Context: an optimization exercise on an open-source flow, tuned for small area, a short achievable clock period and few clock cycles per item. The choices shown serve that exercise and are no tape-out recipe.
RTL that was checked went through simulation tests only; none was proved equivalent to the original.
No activity file was given, so power comes from the tool's default toggle rates.

==> flow/design.v (excerpt) <==
module edge_xing (
    input  wire               clk,
    input  wire               rst,
    input  wire               in_valid,
    output wire               in_ready,
    input  wire signed [19:0] in_xa,
    input  wire signed [19:0] in_ya,
    input  wire signed [19:0] in_xb,
    input  wire signed [19:0] in_yb,
    input  wire signed [15:0] in_row,
    output wire               out_valid,
    input  wire               out_ready,
    output wire               out_hit,
    output wire               out_last,
    output wire        [7:0]  out_k,
    output wire               out_dir,
    output wire signed [27:0] out_x
);
==> flow/config.mk <==
export PLATFORM = sky130hd
export DESIGN_NAME = edge_xing
export DESIGN_NICKNAME = edge_xing
export VERILOG_FILES = /design/flow/design.v
export SDC_FILE = /design/flow/constraint.sdc
export NUM_CORES = 4
export LEC_CHECK = 0
export CAP_MARGIN = 20
export CORE_MARGIN = 2
export CORE_UTILIZATION = 60
export SLEW_MARGIN = 20
==> flow/constraint.sdc <==
create_clock -name core_clock -period 20.0 [get_ports {clk}]
set_input_delay 4.0000 -clock core_clock [delete_from_list [all_inputs] [get_ports {clk}]]
set_output_delay 4.0000 -clock core_clock [all_outputs]
set_load 0.01 [all_outputs]
standard.sh (not shown) runs the stock make flow with config.mk's settings and CLKGATE_MAP_FILE= SYNTH_SCRIPT=/design/flow/synth_recipe.tcl, a recipe that flattens the netlist after the stock synthesis.
==> flow/flow/run.sh <==
#!/bin/bash
# Standard synthesis and layout, with faster port buffers (buf_2 instead of
# the default delay-cell buffers that buffer_ports picks), timing repair
# aimed well below the 20 ns clock, and no dummy loads in the clock tree.
set -euo pipefail
export BUFFER_PORTS_ARGS="-buffer_cell sky130_fd_sc_hd__buf_2"
export SETUP_SLACK_MARGIN=14.5
export CTS_ARGS="-sink_clustering_enable -repair_clock_nets -dont_use_dummy_load"
bash standard.sh synth > synth.log 2>&1
bash standard.sh finish > layout.log 2>&1
Testbench counts at the start, summed over its fixed seeds: cycles 181,795, edges 960.
==> next run, changes <==
==> flow/flow/run.sh (replaced) <==
#!/bin/bash
# Standard synthesis and layout, with faster port buffers (buf_2 instead of
# the default delay-cell buffers that buffer_ports picks) and timing repair
# aimed well below the 20 ns clock.
set -euo pipefail
export BUFFER_PORTS_ARGS="-buffer_cell sky130_fd_sc_hd__buf_2"
export SETUP_SLACK_MARGIN=14.5
bash standard.sh synth > synth.log 2>&1
bash standard.sh finish > layout.log 2>&1
Settings changed: CORE_UTILIZATION 60 to 40.
Result:
- hold slack gains 0.0041 ns
- via count decreases by 0.90%
- maximum frequency grows by 0.72%
- core utilization is lower by 21 points
- die area goes up by 49%
- design area rises by 2.9%
- sequential power barely changes
- global-route usage fell by 9.9 points
- worst setup slack improved by 0.038 ns
==> next run, changes <==
--- a/flow/flow/run.sh
+++ b/flow/flow/run.sh
@@ -6,3 +6,3 @@
 export BUFFER_PORTS_ARGS="-buffer_cell sky130_fd_sc_hd__buf_2"
-export SETUP_SLACK_MARGIN=14.5
+export SETUP_SLACK_MARGIN=15.0
 bash standard.sh synth > synth.log 2>&1
Effect: Die area stays the same; utilization goes up by 1.2 points; clock skew drops by 0.0087 ns; total power climbs by 1.8%; clock power came out higher by about 2%; count of clock-buffer cells in the layout climbs by 1; hold slack gains 0.0058 ns.

Another version of the RTL of edge_xing (not shown whole).
For scale: roughly 2600 cells after synthesis, roughly 250 flip-flops, ~140 I/O pins, ~23000 um^2 of cells after synthesis.
export LEC_CHECK = 0
export CAP_MARGIN = 20
export CORE_MARGIN = 2
export CORE_UTILIZATION = 60
export SLEW_MARGIN = 20
create_clock -name core_clock -period 20.0 [get_ports {clk}]
==> flow/flow/run.sh <==
#!/bin/bash
# Standard synthesis and layout, with small port buffers (buf_1 instead of
# the delay-cell buffers that buffer_ports picks by default), timing repair
# aimed well below the 20 ns clock, and no dummy loads in the clock tree.
set -euo pipefail
export BUFFER_PORTS_ARGS="-buffer_cell sky130_fd_sc_hd__buf_1"
export SETUP_SLACK_MARGIN=14.5
export CTS_ARGS="-sink_clustering_enable -repair_clock_nets -dont_use_dummy_load"
bash standard.sh synth > synth.log 2>&1
bash standard.sh finish > layout.log 2>&1
Then changed:
==> flow/flow/run.sh (replaced) <==
#!/bin/bash
# Standard synthesis and layout, with faster port buffers (buf_2 instead of
# the default delay-cell buffers that buffer_ports picks) and timing repair
# aimed well below the 20 ns clock.
set -euo pipefail
export BUFFER_PORTS_ARGS="-buffer_cell sky130_fd_sc_hd__buf_2"
export SETUP_SLACK_MARGIN=14.5
bash standard.sh synth > synth.log 2>&1
bash standard.sh finish > layout.log 2>&1
--- a/flow/config.mk
+++ b/flow/config.mk
@@ -8,4 +8,4 @@
 export CAP_MARGIN = 20
 export CORE_MARGIN = 2
-export CORE_UTILIZATION = 60
+export CORE_UTILIZATION = 40
 export SLEW_MARGIN = 20
After rerunning:
- flip-flop and latch count stays the same
- setup slack gains 0.071 ns
- routed wire length grows by 6.0%
- via count goes down by 0.55%
- global-route usage goes down by 11 points
- utilization shrinks by 20 points
- count of clock-buffer cells in the layout came out higher by 15
- design area went up by 3.5%
Function was not checked in any run of this note: the RTL went through the layout flow alone.

## afterwards: timing with drivers on the ports
Ports are ideal in the flow. The routed layouts listed here were re-timed in OpenROAD.
Step 1 sets driving cells, clkbuf_16 on the clock port and buf_2 on the other inputs (assumed; they add their load-dependent delay and slew).
Step 2 times the ports against the registers' clock, not the clock port: input delays grow and output delays shrink by t, the midpoint of the rising clock arrivals with the driver on.
Slacks: no drivers / after step 1 / after step 2; pairs: no drivers / after step 1.
| run | shift t [ns] | setup WS [ns] | worst data-port slew with drivers (ns) |
|---|---|---|---|
| the first run of note 1 | 0.612 | 14.579 / 14.525 / 14.141 | 0.08 |
| the second run of note 1 | 0.660 | 14.617 / 14.562 / 14.124 | 0.08 |
| the third run of note 1 | 0.652 | 14.724 / 14.665 / 14.469 | 0.08 |
| the first run of note 2 | 0.639 | 14.479 / 14.477 / 13.878 | 0.04 |
| the second run of note 2 | 0.657 | 14.550 / 14.495 / 14.026 | 0.09 |
After both steps every run listed still meets setup and hold. For the first run of note 2, which loses most, drivers alone change the setup slack by -0.002 ns; drivers and shift together by -0.601 ns.
